Context: an optimization exercise on an open-source flow, tuned for small area, a short achievable clock period and few clock cycles per item. The choices shown serve that exercise and are no tape-out recipe.
Where RTL was checked, it was by simulation tests only, not by an equivalence proof against the original.

==> inputs of 10-21 <==
// aes_enc_core
module aes_enc_core (
    input  wire         clk,
    input  wire         rst,         
    input  wire         key_load,    
    input  wire [1:0]   key_len,     
    input  wire [255:0] key,         
    input  wire         in_valid,
    output reg          in_ready,
    input  wire [127:0] in_data,
    output reg          out_valid,
    output wire [127:0] out_data
);
==> flow/config.mk <==
export PLATFORM = sky130hd
export DESIGN_NAME = aes_enc_core
export DESIGN_NICKNAME = aes_enc_core
export VERILOG_FILES = /design/flow/design.v
export SDC_FILE = /design/flow/constraint.sdc
export NUM_CORES = 8
export LEC_CHECK = 0
export CAP_MARGIN = 20
export CORE_MARGIN = 2
export CORE_UTILIZATION = 50
export SLEW_MARGIN = 20
==> flow/constraint.sdc <==
create_clock -name core_clock -period 10.0 [get_ports {clk}]
set_input_delay 2.0000 -clock core_clock [delete_from_list [all_inputs] [get_ports {clk}]]
set_output_delay 2.0000 -clock core_clock [all_outputs]
set_load 0.01 [all_outputs]
standard.sh (not shown) runs the stock make flow with config.mk's settings and CLKGATE_MAP_FILE= SYNTH_SCRIPT=/design/flow/synth_recipe.tcl, a recipe that flattens the netlist after the stock synthesis.
==> flow/flow/run.sh <==
#!/bin/bash
# Own layout flow: the standard flow (standard.sh, with its synthesis
# script and steps) with these settings changed:
#  - synthesis maps the logic with the ABC script in flow/abc.script (an
#    area-oriented mapping) instead of ORFS's speed script;
#  - the make variables listed in flow/make_vars.txt (one VAR=value per
#    line) are added to both make runs: among them SETUP_SLACK_MARGIN, so
#    that the timing repair steps aim for extra setup slack and the layout is
#    sized for a short period, although the clock stays at the design's.
# Each tool's output goes to a log file of its own in this folder.
set -uo pipefail
W=$PWD
SD=$W/scripts_own
rm -rf "$SD"; mkdir -p "$SD"
for f in "$FLOW_HOME"/scripts/*; do ln -s "$f" "$SD/"; done
rm -f "$SD/abc_area.script"; cp "$W/flow/abc.script" "$SD/abc_area.script"
VARS=()
if [[ -f "$W/flow/make_vars.txt" ]]; then
  while IFS= read -r line; do
    [[ -z "$line" || "$line" == \#* ]] && continue
    VARS+=("$line")
  done < "$W/flow/make_vars.txt"
fi
bash standard.sh SCRIPTS_DIR="$SD" ABC_AREA=1 "${VARS[@]}" synth > "$W/synth.log" 2>&1 || { tail -30 "$W/synth.log"; exit 1; }
bash standard.sh "${VARS[@]}" finish > "$W/layout.log" 2>&1 || { tail -30 "$W/layout.log"; exit 1; }
==> flow/flow/abc.script <==
&get -n
&st
&dch
&nf -a -R 1000
&put
==> flow/flow/make_vars.txt <==
SETUP_SLACK_MARGIN=6.5
BUFFER_PORTS_ARGS=-buffer_cell sky130_fd_sc_hd__buf_2
==> 02-24 (differences from 10-21) <==
--- a/flow/design.v
+++ b/flow/design.v
@@ -331,41 +331,38 @@
     reg         c_en;                
     reg         c_fix;               
     reg         c_fixw;              
     reg         c_h0, c_h1, c_o;     
     reg  [3:0]  c_b;                 
     reg         c_p;                 
-    reg         c_t4, c_t2;          
-    reg  [7:0]  c_rc;                
+    reg         c_m01, c_m23, c_n01, c_n23, c_zq;
+    reg  [7:0]  c_rc01, c_rc23;
     reg         c_rot, c_x4;         
     reg         k_sel;               
     wire [31:0] B0 = ({32{c_b[0]}} & H00) | ({32{c_b[1]}} & H10) | ({32{c_b[2]}} & H02) | ({32{c_b[3]}} & H12);
     wire [31:0] B1 = ({32{c_b[0]}} & H01) | ({32{c_b[1]}} & H11) | ({32{c_b[2]}} & H03) | ({32{c_b[3]}} & H13);
     wire [31:0] B2 = ({32{c_b[0]}} & H02) | ({32{c_b[1]}} & H12) | ({32{c_b[2]}} & H10) | ({32{c_b[3]}} & H00);
     wire [31:0] B3 = ({32{c_b[0]}} & H03) | ({32{c_b[1]}} & H13) | ({32{c_b[2]}} & H11) | ({32{c_b[3]}} & H01);
     wire [31:0] N2 = c_p ? H02 : H12;
     wire [31:0] N3 = c_p ? H03 : H13;
-    wire        c01 = !(c_t4 | c_t2);                
-    wire        c23 = !c_t2;                         
-    wire [31:0] rcw = {c_rc, 24'h000000};
     wire [31:0] Q01 = B0 ^ B1;
     wire [31:0] Q23 = B2 ^ B3;
-    wire [31:0] zQ  = {32{!c_t4}} & Q01;
-    wire [31:0] e0  = ({32{c_t4 | c_t2}} & N3) ^ ({32{c01}} & rcw);
-    wire [31:0] e2  = ({32{c_t2}} & N3) ^ ({32{c23}} & rcw);
+    wire [31:0] zQ  = {32{c_zq}} & Q01;
+    wire [31:0] e0  = ({32{c_n01}} & N3) ^ {c_rc01, 24'h000000};
+    wire [31:0] e2  = ({32{c_n23}} & N3) ^ {c_rc23, 24'h000000};
     wire [31:0] P0 = B0 ^ e0;
     wire [31:0] P1 = Q01 ^ e0;
     wire [31:0] P2 = zQ ^ (B2 ^ e2);
     wire [31:0] P3 = zQ ^ (Q23 ^ e2);
-    wire [31:0] n0 = P0 ^ ({32{c01}} & kb);
-    wire [31:0] n1 = P1 ^ ({32{c01}} & kb);
-    wire [31:0] n2 = P2 ^ ({32{c23}} & kb);
-    wire [31:0] n3 = P3 ^ ({32{c23}} & kb);
+    wire [31:0] n0 = P0 ^ ({32{c_m01}} & kb);
+    wire [31:0] n1 = P1 ^ ({32{c_m01}} & kb);
+    wire [31:0] n2 = P2 ^ ({32{c_m23}} & kb);
+    wire [31:0] n3 = P3 ^ ({32{c_m23}} & kb);
     wire [127:0] nk = {n0, n1, n2, n3};
     wire [31:0] P3x = zQ ^ ((Q23 ^ e2) ^ ({32{c_x4}} & (N2 ^ N3)));
-    wire [31:0] nx  = P3x ^ ({32{c23}} & kb);
+    wire [31:0] nx  = P3x ^ ({32{c_m23}} & kb);
     reg  [127:0] s1, s2;             
     reg  [191:0] m1, m2;             
     reg  [127:0] outr;
     assign out_data = outr;
     wire [127:0] mix1, mix2, sub2;
     wire [191:0] m1_d, m2_d;
@@ -425,14 +422,14 @@
     wire        w1_n = cont2 ? wm2 : !gopen;
     wire [3:0]  r1_n = cont2 ? rm2 + 4'd1 : 4'd1;
     wire        np_n = (!v1_n || r1_n == nr - 4'd1) && (!v1 || r1 == nr - 4'd1) &&
                        (!vm1 || rm1 == nr - 4'd1) && (!v2 || r2 == nr) &&
                        !(v1_n && w1_n) && !(v1 && w1) && !(vm1 && wm1);
     wire [2:0]  kp_n = key_load ? 3'd1 : (kp == 3'd0 || kp == 3'd7) ? kp : kp + 3'd1;
-    wire        krdy_n = key_load ? (key_len == 2'd2) :
-                         (krdy || (kp_n >= 3'd3));
+    wire        krdy_n = key_load ? (key_len != 2'd1) :
+                         (krdy || (kp_n >= 3'd2));
     wire        st1_n = v1 && w1 && (r1 != 4'd1);
     wire        st2_n = v2 && w2;
     wire [3:0]  j_n   = st2_n ? r2 : r1;             
     wire [3:0]  sr_n  = j_n - 4'd1;                  
     wire [3:0]  sn_n  = j_n;                         
     wire [1:0]  m3c   = mod3(sr_n);
@@ -478,25 +475,33 @@
         c_h0 <= st2_n && r2 != nr;
         c_h1 <= st1_n;
         c_o  <= st2_n && r2 == nr;
         if (kp == 3'd2 && !l256) begin
             c_b   <= 4'b0001;
             c_p   <= 1'b0;
-            c_t4  <= 1'b0;
-            c_t2  <= 1'b0;
-            c_rc  <= 8'h01;
+            c_m01  <= 1'b1;
+            c_m23  <= 1'b1;
+            c_n01  <= 1'b0;
+            c_n23  <= 1'b0;
+            c_zq   <= 1'b1;
+            c_rc01 <= 8'h01;
+            c_rc23 <= 8'h01;
             c_rot <= 1'b1;
             c_x4  <= 1'b0;
         end else begin
             c_p   <= j_n[0];
             c_b   <= {l192 && j_n[0], l192 && !j_n[0],
                       (l128 && !j_n[0]) || (l256 && j_n[0]),
                       (l128 && j_n[0]) || (l256 && !j_n[0])};
-            c_t4  <= l192 && m3c == 2'd0;
-            c_t2  <= l192 && m3c == 2'd1;
-            c_rc  <= rcon_of(sr_n, l128, l192);
+            c_m01  <= !(l192 && m3c != 2'd2);
+            c_m23  <= !(l192 && m3c == 2'd1);
+            c_n01  <= l192 && m3c != 2'd2;
+            c_n23  <= l192 && m3c == 2'd1;
+            c_zq   <= !(l192 && m3c == 2'd0);
+            c_rc01 <= (l192 && m3c != 2'd2) ? 8'h00 : rcon_of(sr_n, l128, l192);
+            c_rc23 <= (l192 && m3c == 2'd1) ? 8'h00 : rcon_of(sr_n, l128, l192);
             c_rot <= l128 || (l256 && sn_n[0]) || (l192 && m3n != 2'd1);
             c_x4  <= l192 && m3n == 2'd0;
         end
         if (key_load) begin
             l128 <= key_len != 2'd1 && key_len != 2'd2;
             l192 <= key_len == 2'd1;
@@ -516,13 +521,17 @@
     end
     always @(posedge clk) begin
         if (kp == 3'd1 || (in_ready && !gopen))
             h0 <= ks[255:128];
         else if (c_en && c_h0)
             h0 <= nk;
-        if (kp == 3'd1 || (vm1 && wm1 && rm1 == 4'd1))
+        if (kp == 3'd1)
+            h1 <= ks[127:0];
+        else if (c_fixw && l128)
+            h1 <= nk;
+        else if (vm1 && wm1 && rm1 == 4'd1)
             h1 <= ks[127:0];
         else if (c_en && c_h1)
             h1 <= nk;
         if (c_o)
             rko <= nk;
     end
==> flow/flow/make_vars.txt (replaced) <==
SETUP_SLACK_MARGIN=6.8
BUFFER_PORTS_ARGS=-buffer_cell sky130_fd_sc_hd__buf_2
Settings changed: CTS_CLUSTER_DIAMETER set to 100, CTS_CLUSTER_SIZE set to 20, PLACE_DENSITY set to 0.7.
==> 12-05 (differences from 10-21) <==
--- a/flow/design.v
+++ b/flow/design.v
@@ -425,14 +425,14 @@
     wire        w1_n = cont2 ? wm2 : !gopen;
     wire [3:0]  r1_n = cont2 ? rm2 + 4'd1 : 4'd1;
     wire        np_n = (!v1_n || r1_n == nr - 4'd1) && (!v1 || r1 == nr - 4'd1) &&
                        (!vm1 || rm1 == nr - 4'd1) && (!v2 || r2 == nr) &&
                        !(v1_n && w1_n) && !(v1 && w1) && !(vm1 && wm1);
     wire [2:0]  kp_n = key_load ? 3'd1 : (kp == 3'd0 || kp == 3'd7) ? kp : kp + 3'd1;
-    wire        krdy_n = key_load ? (key_len == 2'd2) :
-                         (krdy || (kp_n >= 3'd3));
+    wire        krdy_n = key_load ? (key_len != 2'd1) :
+                         (krdy || (kp_n >= 3'd2));
     wire        st1_n = v1 && w1 && (r1 != 4'd1);
     wire        st2_n = v2 && w2;
     wire [3:0]  j_n   = st2_n ? r2 : r1;             
     wire [3:0]  sr_n  = j_n - 4'd1;                  
     wire [3:0]  sn_n  = j_n;                         
     wire [1:0]  m3c   = mod3(sr_n);
@@ -516,13 +516,17 @@
     end
     always @(posedge clk) begin
         if (kp == 3'd1 || (in_ready && !gopen))
             h0 <= ks[255:128];
         else if (c_en && c_h0)
             h0 <= nk;
-        if (kp == 3'd1 || (vm1 && wm1 && rm1 == 4'd1))
+        if (kp == 3'd1)
+            h1 <= ks[127:0];
+        else if (c_fixw && l128)
+            h1 <= nk;
+        else if (vm1 && wm1 && rm1 == 4'd1)
             h1 <= ks[127:0];
         else if (c_en && c_h1)
             h1 <= nk;
         if (c_o)
             rko <= nk;
     end
==> flow/flow/make_vars.txt (replaced) <==
SETUP_SLACK_MARGIN=6.7
BUFFER_PORTS_ARGS=-buffer_cell sky130_fd_sc_hd__buf_2
==> impl_metrics.yaml <==
synthesis:
  avgSynthCellArea_um2: 9.35
cells_and_area:
  antenna_cells: 22
clock_network:
  clock_latency_ps: 860
setup_path:
  crit_required_ps: 10640
  cp_top_family: "XOR/XNOR gates"
floorplanning:
  start_util: 0.503
outcome:
  status: "finished clean"
grt:
  grt_use_met3: 0.0712
# the run above: 10-21

==> impl_metrics.yaml <==
outcome:
  status: "finished clean"
floorplanning:
  start_util: 0.504
setup_path:
  crit_required_ps: 8000
cells_and_area:
  antenna_cells: 11
synthesis:
  avgSynthCellArea_um2: 9.25
clock_network:
  clock_latency_ps: 870
# the run above: 12-05

==> impl_metrics.yaml <==
outcome:
  status: "finished clean"
clock_network:
  clock_latency_ps: 810
cells_and_area:
  antenna_cells: 5
grt:
  grt_use_met3: 0.0731
synthesis:
  avgSynthCellArea_um2: 9.30
setup_path:
  crit_required_ps: 8000
floorplanning:
  start_util: 0.501
# the run above: 02-24

Testbench counts of 10-21, summed over its fixed seeds: cycles 12,897, items 1,687.
Testbench counts of 02-24, summed over its fixed seeds: cycles 12,694, items 1,687.
Only the layout flow was run in 12-05; the RTL was not checked for function there.

-- port drivers added, routing unchanged --
Ports are ideal in the flow. The routed layouts listed here were re-timed in OpenROAD.
Step 1 assumes that a clkbuf_16 drives the clock port and a buf_2 every other input.
Step 2 also shifts input and output timing later by t, the mid clock arrival at the registers, as if the neighbouring blocks saw the same clock.
Three values: no drivers, after step 1, after step 2; two values: the first two.
run | t (ns) | setup slack, ns | latest minus earliest clock arrival (ns) | pins driven straight from the clock port
10-21 | 0.938 | 6.423 / 6.423 / 5.590 | 0.038 / 0.038 | 1
02-24 | 0.879 | 6.679 / 6.585 / 5.990 | 0.048 / 0.047 | 1
12-05 | 0.943 | 6.558 / 6.470 / 5.819 | 0.051 / 0.051 | 1
After both steps setup and hold are still met in every run listed. For 10-21, which loses most, drivers alone change the setup slack by 0.000 ns; drivers and shift together by -0.833 ns.
